This is an optimization exercise on Yosys and OpenROAD, whose aim is small area, a short achievable clock period and few clock cycles per item, not a production implementation. Function was checked by simulation only, so behaviour that the tests miss may differ from the original.

== run 1 ==
## cipher_aes_core
module cipher_aes_core (
    input  wire         clk,
    input  wire         rst,         
    input  wire         in_valid,
    output wire         in_ready,
    input  wire         in_key256,   
    input  wire [255:0] in_key,
    input  wire [127:0] in_block,
    output reg          out_valid,
    output reg  [127:0] out_block
);
    localparam integer MW = 18;    
    function [7:0] xtime(input [7:0] b);
        xtime = {b[6:0], 1'b0} ^ (b[7] ? 8'h1b : 8'h00);
    endfunction
    reg          s_valid;
    reg          s_k256;
    reg  [3:0]   s_round;    
    reg  [7:0]   s_rcon;
    reg  [127:0] s_state;
    reg  [127:0] s_ka;
    reg  [127:0] s_kb;
    reg          m_valid;
    reg          m_k256;
    reg  [3:0]   m_round;
    reg  [7:0]   m_rcon;
    reg  [16*MW-1:0] m_state;    
    reg  [4*MW-1:0]  m_kx;       
    reg  [127:0] m_ka;
    reg  [127:0] m_kb;
    wire [16*MW-1:0] s_mid;
    wire [4*MW-1:0]  s_kmid;
    genvar gi;
    generate
        for (gi = 0; gi < 16; gi = gi + 1) begin : g_top
            aes_sbox_top u_top (.a(s_state[8*gi +: 8]), .m(s_mid[MW*gi +: MW]));
        end
        for (gi = 0; gi < 4; gi = gi + 1) begin : g_ktop
            aes_sbox_top u_top (.a(s_kb[8*gi +: 8]), .m(s_kmid[MW*gi +: MW]));
        end
    endgenerate
    wire m_final = m_k256 ? (m_round == 4'd13) : (m_round == 4'd9);
    wire [31:0] kx_s;
    generate
        for (gi = 0; gi < 4; gi = gi + 1) begin : g_kbot
            aes_sbox_bot u_bot (.m(m_kx[MW*gi +: MW]), .y(kx_s[8*gi +: 8]));
        end
    endgenerate
    wire kx_rot = !m_k256 || !m_round[0];
    wire [31:0] kx_t = kx_rot ? ({kx_s[23:0], kx_s[31:24]} ^ {m_rcon, 24'h000000}) : kx_s;
    wire [127:0] kx_base = m_k256 ? m_ka : m_kb;
    wire [31:0] kx_p0 = kx_base[127:96];
    wire [31:0] kx_p1 = kx_p0 ^ kx_base[95:64];
    wire [31:0] kx_p2 = kx_p1 ^ kx_base[63:32];
    wire [31:0] kx_p3 = kx_p2 ^ kx_base[31:0];
    wire [127:0] kx_next = {kx_p0 ^ kx_t, kx_p1 ^ kx_t, kx_p2 ^ kx_t, kx_p3 ^ kx_t};
    wire [127:0] rkey = m_k256 ? m_kb : kx_next;
    wire [127:0] sub;
    generate
  ...
clock: 8.0 ns
lec_check: 0
cap_margin: 10
core_margin: 2
core_utilization: 40
place_density: 0.6
slew_margin: 10
standard.sh (not shown) runs the stock make flow with config.mk's settings and CLKGATE_MAP_FILE= SYNTH_SCRIPT=/design/flow/synth_recipe.tcl, a recipe that flattens the netlist after the stock synthesis.
==> flow/flow/run.sh <==
#!/bin/bash
# Layout flow: the standard flow (standard.sh), except that
#  - synthesis maps the logic with the ABC script flow/abc_map.script; the
#    registers are untouched, and the flow checks that the netlist has the
#    same flip-flops (names and cell types) as the standard synthesis, and
#    uses the standard netlist if not;
#  - the make variables in flow/params.sh are added (port buffer cell,
#    repair margins).
# Each tool's output goes to a log file in the work folder.
set -uo pipefail
W=$(pwd)
RES=$W/orfs/results/$FLOW_PLATFORM/cipher_aes_core/base
source flow/params.sh

# 1. the standard synthesis, for reference
bash standard.sh synth > std_synth.log 2>&1 || exit 1
cp $RES/1_2_yosys.v $W/std_1_2_yosys.v

# 2. our synthesis, in a work area of its own
sed -e "s#@ABC_SCRIPT@#$W/flow/abc_map.script#" flow/synth.tcl > $W/my_synth.tcl
make -C $FLOW_HOME DESIGN_CONFIG=$W/config.mk WORK_HOME=$W/mysyn CLKGATE_MAP_FILE= \
     SYNTH_SCRIPT=$W/my_synth.tcl synth > my_synth.log 2>&1
MYV=$W/mysyn/results/$FLOW_PLATFORM/cipher_aes_core/base/1_2_yosys.v

# 3. same registers?
regs() { grep -oE '^ *sky130_fd_sc_hd__[a-z0-9]*(df|dl)[a-z0-9_]* +[^ ]+' "$1" | sed -E 's/_[0-9]+ +/ /; s/^ *//' | sort; }
if [[ -s $MYV ]] && cmp -s <(regs $W/std_1_2_yosys.v) <(regs $MYV); then
  echo "own synthesis: registers match, using it" > synth_choice.log
  cp $MYV $RES/1_2_yosys.v
  touch $RES/1_2_yosys.v
else
  echo "own synthesis: registers differ or missing, using the standard netlist" > synth_choice.log
fi
regs $W/std_1_2_yosys.v | wc -l >> synth_choice.log
regs $MYV | wc -l >> synth_choice.log

# 4. the rest of the standard flow
bash standard.sh "${MAKE_ARGS[@]}" finish > std_flow.log 2>&1
==> flow/flow/abc_map.script <==
strash
dc2
&get -n
&dch -f
&nf -R 1000
&put
buffer -c
topo
stime -c
upsize -c
dnsize -c
==> flow/flow/params.sh <==
MAKE_ARGS=(SETUP_SLACK_MARGIN=4.5 "BUFFER_PORTS_ARGS=-buffer_cell sky130_fd_sc_hd__buf_1" "CTS_ARGS=-sink_clustering_enable -repair_clock_nets -dont_use_dummy_load -sink_clustering_size 20")
==> flow/flow/synth.tcl <==
proc synth {args} { yosys synth -nofsm -noshare {*}$args }
proc abc {args} {
  set i [lsearch $args -script]
  set args [lreplace $args $i [expr {$i + 1}] -script @ABC_SCRIPT@]
  yosys abc {*}$args
}
source $::env(SCRIPTS_DIR)/synth.tcl
# left out here: clear keep_hierarchy, flatten, clean up, hide names made inside functions, write 1_2_yosys.v
Testbench counts of run 1, summed over its fixed seeds: cycles 25,540, items 2,048.
What run 2 does differently from run 1 at the input level:
Settings: swapping 40 for 55 in CORE_UTILIZATION; swapping 10 for 20 in CAP_MARGIN; swapping 0.6 for 0.7 in PLACE_DENSITY; swapping 10 for 20 in SLEW_MARGIN.
==> flow/flow/params.sh <==
MAKE_ARGS=(SETUP_SLACK_MARGIN=4.5 "BUFFER_PORTS_ARGS=-buffer_cell sky130_fd_sc_hd__buf_2" "CTS_ARGS=-sink_clustering_enable -repair_clock_nets -dont_use_dummy_load -sink_clustering_size 20")
Results
Changes observed in run 2 relative to run 1: multi-input logic area shows no meaningful change; routed metal-1 wire length shows a reduction of about 10%; sequential share of layout area shows no meaningful change.
diff inputs: run 2 => run 3
Settings: swapping 55 for 40 in CORE_UTILIZATION; swapping 0.7 for 0.6 in PLACE_DENSITY.
==> flow/flow/params.sh <==
MAKE_ARGS=(SETUP_SLACK_MARGIN=4.5 "BUFFER_PORTS_ARGS=-buffer_cell sky130_fd_sc_hd__buf_2")
Results
In the flow results for run 2 and run 3, the count of clock-buffer cells in the layout is larger on run 3. Between run 3 and run 2, it is run 3 whose minimum period implied by the final worst setup slack is lower, by 0.039 ns. The run showing the smaller required time of the worst setup path is run 2. Run 2 → run 3: reg-to-reg setup timing slack grew by 0.04 ns, post-cts gate resize count fell about 6%, final clock period utilization by the worst path lost 0.48 points, non-clock buffer count went up by 3. Run 2 reports its start point of the critical path as m_kx[2]$_DFF_P_ while run 3 reports m_kx[56]$_DFF_P_. Run 3 | status: complete | timing, DRC, antenna: pass. Looking at layout overhead on the synthesized area, run 3 sits above run 2. Against run 2 as the reference, run 3 delivers a higher pre-CTS setup slack.
#### Input delta (run 4 over run 3)
Settings: CAP_MARGIN: 20 -> 10; SLEW_MARGIN: 20 -> 10.
-- flow/flow/run.sh --
<<< run 3, line 24

# 3. same registers?
regs() { grep -oE '^ *sky130_fd_sc_hd__[a-z0-9]*(df|dl)[a-z0-9_]* +[^ ]+' "$1" | sed -E 's/_[0-9]+ +/ /; s/^ *//' | sort; }
if [[ -s $MYV ]] && cmp -s <(regs $W/std_1_2_yosys.v) <(regs $MYV); then
  echo "own synthesis: registers match, using it" > synth_choice.log
>>> run 4, line 24

# 3. same registers?
regs() { grep -oE '^ *sky130_fd_sc_hd__(df|edf|sdf|sedf|dlx|dlr)[a-z0-9_]* +[^ ]+' "$1" | sed -E 's/_[0-9]+ +/ /; s/^ *//' | sort; }
if [[ -s $MYV ]] && cmp -s <(regs $W/std_1_2_yosys.v) <(regs $MYV); then
  echo "own synthesis: registers match, using it" > synth_choice.log
==> flow/flow/params.sh <==
MAKE_ARGS=(SETUP_SLACK_MARGIN=4.5 "BUFFER_PORTS_ARGS=-buffer_cell sky130_fd_sc_hd__buf_1" "CTS_ARGS=-sink_clustering_enable -repair_clock_nets -dont_use_dummy_load -sink_clustering_size 20 -buf_list {sky130_fd_sc_hd__clkbuf_4 sky130_fd_sc_hd__clkbuf_8}")
==> comparison <==
- Run 4 completed end to end with timing, DRC and antenna clean.
- The standard cells in run 4 occupy less silicon area than those in run 3 do.
- From run 3 to run 4 the numbers moved as follows: global-route wire length before repair closely matched the old numbers, placed cell count closely matched the old numbers, worst hold slack decreased by 0.018 ns relative to the old numbers, top achievable clock speed increased by about 1.5% relative to the old numbers.
- Looking at run 3 and run 4, the number of global-route vias before repair is a wash.
- Reported for run 3 and run 4, number of non-clock inverters in the layout turned out identical to the last digit.
Inputs modified between run 4 and run 5:
-- flow/flow/run.sh --
<<< run 4, line 24

# 3. same registers?
regs() { grep -oE '^ *sky130_fd_sc_hd__(df|edf|sdf|sedf|dlx|dlr)[a-z0-9_]* +[^ ]+' "$1" | sed -E 's/_[0-9]+ +/ /; s/^ *//' | sort; }
if [[ -s $MYV ]] && cmp -s <(regs $W/std_1_2_yosys.v) <(regs $MYV); then
  echo "own synthesis: registers match, using it" > synth_choice.log
>>> run 5, line 24

# 3. same registers?
regs() { grep -oE '^ *sky130_fd_sc_hd__[a-z0-9]*(df|dl)[a-z0-9_]* +[^ ]+' "$1" | sed -E 's/_[0-9]+ +/ /; s/^ *//' | sort; }
if [[ -s $MYV ]] && cmp -s <(regs $W/std_1_2_yosys.v) <(regs $MYV); then
  echo "own synthesis: registers match, using it" > synth_choice.log
==> flow/flow/params.sh <==
MAKE_ARGS=(SETUP_SLACK_MARGIN=4.65 "BUFFER_PORTS_ARGS=-buffer_cell sky130_fd_sc_hd__buf_1" "CTS_ARGS=-sink_clustering_enable -repair_clock_nets -dont_use_dummy_load -sink_clustering_size 20")
### Flow results
Comparing run 4 with run 5, the global-route usage came out essentially unchanged. Diff run 5..run 4 | non-filler instance count after layout | negligible. Cell area | run 5 vs run 4 | run 5 larger. Library cell contributing the largest single delay on the critical path: dfxtp_2 -> run 4, dfxtp_4 -> run 5. Run 5 ended with more worst setup slack after layout than run 4. Changes observed in run 5 relative to run 4: wire length of the first global-routing pass has remained practically unchanged, number of global-route vias before repair has decreased.

[what the ideal ports hide]
The flow's constraints put no driver on any port. The routed layouts listed below were extracted and timed again, unchanged, in two steps.
Step 1 assumes that a clkbuf_16 drives the clock port and a buf_2 every other input.
Step 2 times the ports against the registers' clock, not the clock port: input delays grow and output delays shrink by t, the midpoint of the rising clock arrivals with the driver on.
Three values: ideal ports, drivers, drivers and shift; two values: the first two.
run | t (ns) | setup WS [ns] | hold WS [ns] | worst data-port slew with drivers (ns) | pins driven straight from the clock port
run 1 | 0.816 | 4.443 / 4.443 / 4.038 | 0.299 / 0.299 / 0.299 | 0.15 | 1
run 2 | 0.744 | 4.437 / 4.437 / 3.912 | 0.283 / 0.283 / 0.283 | 0.16 | 1
run 3 | 0.847 | 4.476 / 4.476 / 4.277 | 0.307 / 0.307 / 0.307 | 0.14 | 1
run 4 | 0.980 | 4.528 / 4.528 / 3.974 | 0.289 / 0.289 / 0.289 | 0.17 | 1
run 5 | 0.814 | 4.547 / 4.547 / 4.017 | 0.305 / 0.305 / 0.305 | 0.15 | 1
After both steps setup and hold are still met in every run listed. The setup slack of run 4, which loses most, moves by 0.000 ns with the drivers and by -0.554 ns with both steps.
